Background: an optimization exercise with open tools, aiming at small area, a short achievable clock period and few clock cycles per item. Do not read the settings as production practice.
Where RTL was checked, it was by simulation tests only, not by an equivalence proof against the original.

==> flow/design.v (excerpt) <==
module neuron_visit (
    input  wire        clk,
    input  wire        rst,
    input  wire        cfg_wide,       
    input  wire [6:0]  cfg_step,       
    input  wire        pop_reset,      
    input  wire        pop_clocked,    
    input  wire [3:0]  pop_refract,    
    input  wire [22:0] pop_theta,      
    input  wire [23:0] pop_rest,       
    input  wire [7:0]  pop_d,          
    input  wire [15:0] pop_bias,       
    input  wire        pop_gated,      
    output wire [6:0]  f_addr,
    input  wire [24:0] f_data,
    input  wire        in_valid,
    output wire        in_ready,
    input  wire [63:0] in_rec,
    input  wire [31:0] in_acc,
    input  wire [31:0] in_late,
    input  wire        in_touched,
    output wire        out_valid,
    input  wire        out_ready,
    output wire [63:0] out_rec,
    output wire [3:0]  out_n,
    output wire        out_rest,
    output wire        out_refr_drop,
    output wire        out_gated,
    output wire        out_sat,
    output wire        out_clip
);
    reg               c_wide;
    reg        [6:0]  c_step;
    reg               c_reset;
    reg               c_clocked;
  ...
Size in the first run: ~5500 cells after synthesis, ~720 flip-flops, ~58000 um2 of cells after synthesis.
export LEC_CHECK = 0
export ABC_CLOCK_PERIOD_IN_PS = 6000
export CAP_MARGIN = 20
export CORE_MARGIN = 2
export CORE_UTILIZATION = 50
export CTS_CLUSTER_DIAMETER = 100
export CTS_CLUSTER_SIZE = 30
export SLEW_MARGIN = 20
create_clock -name core_clock -period 24.0 [get_ports {clk}]
standard.sh (not shown) runs the stock make flow with config.mk's settings and CLKGATE_MAP_FILE= SYNTH_SCRIPT=/design/flow/synth_recipe.tcl, a recipe that flattens the netlist after the stock synthesis.
==> flow/flow/run.sh <==
#!/bin/bash
# Standard layout, with two changes to how it is made (the SDC is unchanged):
# repair_timing is asked for extra setup slack so that the layout is optimised
# toward the period the design can reach, and the port buffers are plain
# buffers (buf_1) rather than the smallest-drive cell buffer_ports picks.
set -euo pipefail
MARGIN=$(cat flow/margin.txt)
bash standard.sh SETUP_SLACK_MARGIN=$MARGIN "BUFFER_PORTS_ARGS=-buffer_cell sky130_fd_sc_hd__buf_1" finish > flow_standard.log 2>&1
==> flow/flow/margin.txt <==
17.95
Testbench counts at the start, summed over its fixed seeds: cycles 16,384, items 16,000.
Rerun with:
--- a/flow/design.v
+++ b/flow/design.v
@@ -25,56 +25,50 @@
     output wire [3:0]  out_n,
     output wire        out_rest,
     output wire        out_refr_drop,
     output wire        out_gated,
     output wire        out_sat,
     output wire        out_clip
 );
     reg               c_wide;
     reg        [6:0]  c_step;
-    reg               c_reset;
     reg               c_clocked;
-    reg        [3:0]  c_refract;
     reg        [22:0] c_theta;
     reg        [24:0] c_th3;       
     reg        [23:0] c_rsat;      
     reg        [3:0]  c_bo, c_bt, c_bn;    
     reg               c_d7;                
     reg        [15:0] c_bias;      
-    reg               c_gated;
     reg               c_vge;       
     wire [8:0] dx = {pop_d, 1'b0};
     wire [3:0] d_bo, d_bt, d_bn;
     genvar di;
     generate
         for (di = 0; di < 4; di = di + 1) begin : g_dbooth
             assign d_bo[di] = dx[2*di+1] ^ dx[2*di];
             assign d_bt[di] = (dx[2*di+2] & ~dx[2*di+1] & ~dx[2*di]) | (~dx[2*di+2] & dx[2*di+1] & dx[2*di]);
             assign d_bn[di] = dx[2*di+2] & ~(dx[2*di+1] & dx[2*di]);
         end
     endgenerate
     wire rs_clamp = ~cfg_wide & ~(&pop_rest[23:15]) & (|pop_rest[23:15]);
     always @(posedge clk) begin
         c_wide    <= cfg_wide;
         c_step    <= cfg_step;
-        c_reset   <= pop_reset;
         c_clocked <= pop_clocked;
-        c_refract <= pop_refract;
         c_theta   <= pop_theta;
         c_th3     <= {2'b00, c_theta} + {1'b0, c_theta, 1'b0};
         c_rsat    <= {rs_clamp ? {9{pop_rest[23]}}  : pop_rest[23:15],
                       rs_clamp ? {15{~pop_rest[23]}} : pop_rest[14:0]};
         c_bo      <= d_bo;
         c_bt      <= d_bt;
         c_bn      <= d_bn;
         c_d7      <= pop_d[7];
         c_bias    <= pop_clocked ? pop_bias : 16'd0;
-        c_gated   <= pop_gated;
         c_vge     <= cfg_wide | (pop_theta[22:15] == 8'd0);
     end
     reg adv_r;      
     reg ir_r;       
     reg o_v, s_v;   
     reg p1_ok, p2_ok, p3_ok, p4_ok, p5_ok;
     wire pop    = o_v & out_ready;
     wire push   = adv_r & p5_ok;
     wire [1:0] cnt_n = {1'b0, o_v} + {1'b0, s_v} - {1'b0, pop} + {1'b0, push};
@@ -573,20 +567,20 @@
     always @(posedge clk) begin
         if (adv_r) begin
             p2_v     <= rested ? 24'd0 : p1_v;
             p2_rb    <= p1_rb;
             p2_lt    <= lt_sum[40:8];
             p2_hit   <= hit;
             p2_restf <= restf;
             p2_rst   <= rested;
             p2_drop  <= hit & p1_tch;
-            p2_gtd   <= ~hit & c_gated & p1_tch;
-            p2_test  <= ~hit & ~c_gated;
+            p2_gtd   <= ~hit & pop_gated & p1_tch;
+            p2_test  <= ~hit & ~pop_gated;
             p2_refr  <= refr_n;
             p2_k     <= p1_k;
         end
     end
     wire [24:0] vx = {p2_v, 1'b0};
     wire [11:0] bo, bt, bn;
     genvar gi;
     generate
         for (gi = 0; gi < 12; gi = gi + 1) begin : g_booth
@@ -1728,27 +1722,27 @@
     reg        [1:0]  p5_qa;
     reg               p5_fr, p5_fire, p5_sat, p5_clip;
     reg        [15:0] p5_rb;
     reg               p5_restf, p5_drop, p5_gtd;
     reg        [3:0]  p5_refr;
     always @(posedge clk) begin
         if (adv_r) begin
             p5_vs    <= vs;
             p5_qa    <= ga3 ? 2'd3 : ga2 ? 2'd2 : ga1 ? 2'd1 : 2'd0;
-            p5_fr    <= fire & c_reset;
+            p5_fr    <= fire & pop_reset;
             p5_fire  <= fire;
             p5_sat   <= t_lo | t_hi;
-            p5_clip  <= fire & c_reset & ga4;
+            p5_clip  <= fire & pop_reset & ga4;
             p5_rb    <= p4_rb;
             p5_restf <= p4_restf;
             p5_drop  <= p4_drop;
             p5_gtd   <= p4_gtd;
-            p5_refr  <= fire ? c_refract : p4_refr;
+            p5_refr  <= fire ? pop_refract : p4_refr;
         end
     end
     wire        [22:0] va5   = p5_vs[22:0];    
     wire        [24:0] ma    = p5_qa == 2'd3 ? {c_th3[22:0], 2'd0} :
                                p5_qa == 2'd2 ? {c_theta[21:0], 3'd0} :
                                p5_qa == 2'd1 ? {c_theta[22:0], 2'd0} : 25'd0;
     wire        [22:0] ra    = va5 - ma[22:0];    
     wire        [25:0] db1   = {3'd0, ra} - {3'd0, c_theta};
     wire        [25:0] db2   = {3'd0, ra} - {2'd0, c_theta, 1'b0};
The changed run passed the timing, design-rule and antenna checks.
Routed wire length climbs by 1.9%.
Global-route usage grows by 0.42 points.
Cell area is higher by 0.51%.
First-iteration DRC count rose by 4.4%.
Critical path depth is unchanged.
No functional check of the RTL was part of the second run of this note.

========
## the previous run
neuron_visit, a different RTL version from the one above (not shown whole).
For scale: about 760 flip-flops, ~330 I/O pins, roughly 59000 um^2 of cells after synthesis.
Settings: LEC_CHECK=0, ABC_CLOCK_PERIOD_IN_PS=6000, CAP_MARGIN=20, CORE_MARGIN=2, CORE_UTILIZATION=50, SLEW_MARGIN=20; clock period 24.0 ns.
==> flow/flow/margin.txt <==
17.85
Scripts as last shown in full above: flow/flow/run.sh
Testbench counts of the previous run, summed over its fixed seeds: cycles 16,384, items 16,000.
> inputs changed (the previous run -> the current run)
diff --git a/flow/design.v b/flow/design.v
--- a/flow/design.v
+++ b/flow/design.v
@@ -33,13 +33,12 @@
     reg        [6:0]  c_step;
     reg               c_reset;
     reg               c_clocked;
     reg        [3:0]  c_refract;
     reg        [22:0] c_theta;
     reg        [24:0] c_th3;       
-    reg        [23:0] c_rest;
     reg        [23:0] c_rsat;      
     reg        [3:0]  c_bo, c_bt, c_bn;    
     reg               c_d7;                
     reg        [15:0] c_bias;      
     reg               c_gated;
     reg               c_vge;       
@@ -50,23 +49,23 @@
         for (di = 0; di < 4; di = di + 1) begin : g_dbooth
             assign d_bo[di] = dx[2*di+1] ^ dx[2*di];
             assign d_bt[di] = (dx[2*di+2] & ~dx[2*di+1] & ~dx[2*di]) | (~dx[2*di+2] & dx[2*di+1] & dx[2*di]);
             assign d_bn[di] = dx[2*di+2] & ~(dx[2*di+1] & dx[2*di]);
         end
     endgenerate
+    wire rs_clamp = ~cfg_wide & ~(&pop_rest[23:15]) & (|pop_rest[23:15]);
     always @(posedge clk) begin
         c_wide    <= cfg_wide;
         c_step    <= cfg_step;
         c_reset   <= pop_reset;
         c_clocked <= pop_clocked;
         c_refract <= pop_refract;
         c_theta   <= pop_theta;
         c_th3     <= {2'b00, c_theta} + {1'b0, c_theta, 1'b0};
-        c_rest    <= pop_rest;
-        c_rsat    <= (c_wide || c_rest[23:15] == 9'h000 || c_rest[23:15] == 9'h1FF) ? c_rest :
-                     c_rest[23] ? 24'hFF8000 : 24'h007FFF;
+        c_rsat    <= {rs_clamp ? {9{pop_rest[23]}}  : pop_rest[23:15],
+                      rs_clamp ? {15{~pop_rest[23]}} : pop_rest[14:0]};
         c_bo      <= d_bo;
         c_bt      <= d_bt;
         c_bn      <= d_bn;
         c_d7      <= pop_d[7];
         c_bias    <= pop_clocked ? pop_bias : 16'd0;
         c_gated   <= pop_gated;
@@ -116,18 +115,23 @@
         if (adv_r) begin
             p1_v    <= cfg_wide ? in_rec[63:40] : {{8{in_rec[31]}}, in_rec[31:16]};
             p1_rb   <= cfg_wide ? in_rec[39:24] : 16'd0;
             p1_acc  <= in_acc;
             p1_late <= in_late;
             p1_tch  <= in_touched;
-            p1_k    <= cfg_step - in_rec[15:9];
+            p1_k    <= k_in;
             p1_refr <= in_rec[8:5];
             p1_age  <= in_rec[1:0];
         end
     end
-    assign f_addr = p1_k;
+    wire [6:0] k_in = cfg_step - in_rec[15:9];
+    wire       adv_n = ~cnt_n[1];
+    reg  [6:0] fa_r;
+    always @(posedge clk)
+        fa_r <= adv_n ? (adv_r ? k_in : p1_k) : (adv_r ? p1_k : p2_k);
+    assign f_addr = fa_r;
     wire        restf   = (p1_age == 2'd1) & ~p1_k[6];
     wire        rested  = p1_age[1] | restf;
     wire        hit     = ~rested & (p1_refr != 4'd0) & (p1_k <= {3'd0, p1_refr});
     wire [3:0]  refr_n  = hit ? (p1_refr - p1_k[3:0]) : 4'd0;
     wire w_lb0_0 = ((c_bo[0] & p1_late[0]) | (c_bt[0] & 1'b0)) ^ c_bn[0];
     wire w_lb0_1 = ((c_bo[0] & p1_late[1]) | (c_bt[0] & p1_late[0])) ^ c_bn[0];
@@ -562,32 +566,26 @@
     wire [40:0] lt_sum = lt_a + lt_b;
     reg        [23:0] p2_v;
     reg        [15:0] p2_rb;
     reg        [32:0] p2_lt;       
     reg               p2_restf, p2_drop, p2_gtd, p2_test, p2_rst, p2_hit;
     reg        [3:0]  p2_refr;
-    reg        [24:0] p2_f;        
-    reg               p2_fv;
+    reg        [6:0]  p2_k;
     always @(posedge clk) begin
         if (adv_r) begin
             p2_v     <= rested ? 24'd0 : p1_v;
             p2_rb    <= p1_rb;
             p2_lt    <= lt_sum[40:8];
             p2_hit   <= hit;
             p2_restf <= restf;
             p2_rst   <= rested;
             p2_drop  <= hit & p1_tch;
             p2_gtd   <= ~hit & c_gated & p1_tch;
             p2_test  <= ~hit & ~c_gated;
             p2_refr  <= refr_n;
-        end
-        if (adv_r)
-            p2_fv <= 1'b0;
-        else if (!p2_fv) begin
-            p2_fv <= 1'b1;
-            p2_f  <= f_data;
+            p2_k     <= p1_k;
         end
     end
     wire [24:0] vx = {p2_v, 1'b0};
     wire [11:0] bo, bt, bn;
     genvar gi;
     generate
@@ -727,13 +725,13 @@
         if (adv_r) begin
             p3_bo    <= bo;
             p3_bt    <= bt;
             p3_bn    <= bn;
             p3_vs    <= p2_v[23];
             p3_vsx   <= p2_v[23] & ~bn[11];
-            p3_f     <= p2_fv ? p2_f : f_data;
+            p3_f     <= f_data;
             p3_rb    <= p2_rb;
             p3_inp   <= ip_sum;
             p3_restf <= p2_restf;
             p3_drop  <= p2_drop;
             p3_gtd   <= p2_gtd;
             p3_test  <= p2_test;
[summary]
The previous run closes out successfully: all stages finished, all timing, DRC and antenna checks passed.
The current run: PASS, flow complete, no timing, DRC or antenna violations
Lower multi-input logic portion of the cell area among the previous run and the current run: the previous run
On global-route usage: between the previous run and the current run, it ends up higher for the previous run.
A startpoint of the worst setup timing path of o_hi[40] is what the previous run shows, while o_hi[14] belongs to the current run.
Compare the previous run and the current run | count of non-CTS inverters in the layout higher: the previous run
Simple-gate share of the synthesized area, the previous run and the current run, higher one = the current run.
Per the comparison of the current run with the previous run, wire length reported by the detailed router down 5300 um, count of inserted tapcells down 0.78%, worst hold slack down 28 ps.
Testbench counts of the current run, summed over its fixed seeds: cycles 16,384, items 16,000.

==> separate check: timing with driven ports <==
In the flow no input, the clock included, has a driving cell. The finished layouts below were timed again as built, in two steps.
Step 1 (the two cells are an assumption about what drives the block):
set clk [get_ports {clk}]
set_driving_cell -lib_cell sky130_fd_sc_hd__clkbuf_16 $clk
set_driving_cell -lib_cell sky130_fd_sc_hd__buf_2 [delete_from_list [all_inputs] $clk]
Step 2 times the ports against the registers' clock, not the clock port: input delays grow and output delays shrink by t, the midpoint of the rising clock arrivals with the driver on.
a / b / c = no drivers / after step 1 / after step 2; a / b = the first two.
| run | shift t [ns] | setup slack, ns | worst setup path after step 2 | clock arrival spread, ns | pins driven straight from the clock port |
|---|---|---|---|---|---|
| the first run of note 1 | 0.722 | 17.899 / 17.821 / 17.375 | input to register | 0.064 / 0.063 | 1 |
| the second run of note 1 | 0.728 | 17.884 / 17.807 / 17.349 | input to register | 0.045 / 0.045 | 1 |
| the previous run | 0.762 | 17.898 / 17.820 / 17.600 | input to register | 0.038 / 0.037 | 1 |
| the current run | 0.732 | 17.883 / 17.807 / 17.285 | input to register | 0.072 / 0.073 | 1 |
After both steps setup and hold are still met in every run listed. For the current run, which loses most, drivers alone change the setup slack by -0.076 ns; drivers and shift together by -0.598 ns.
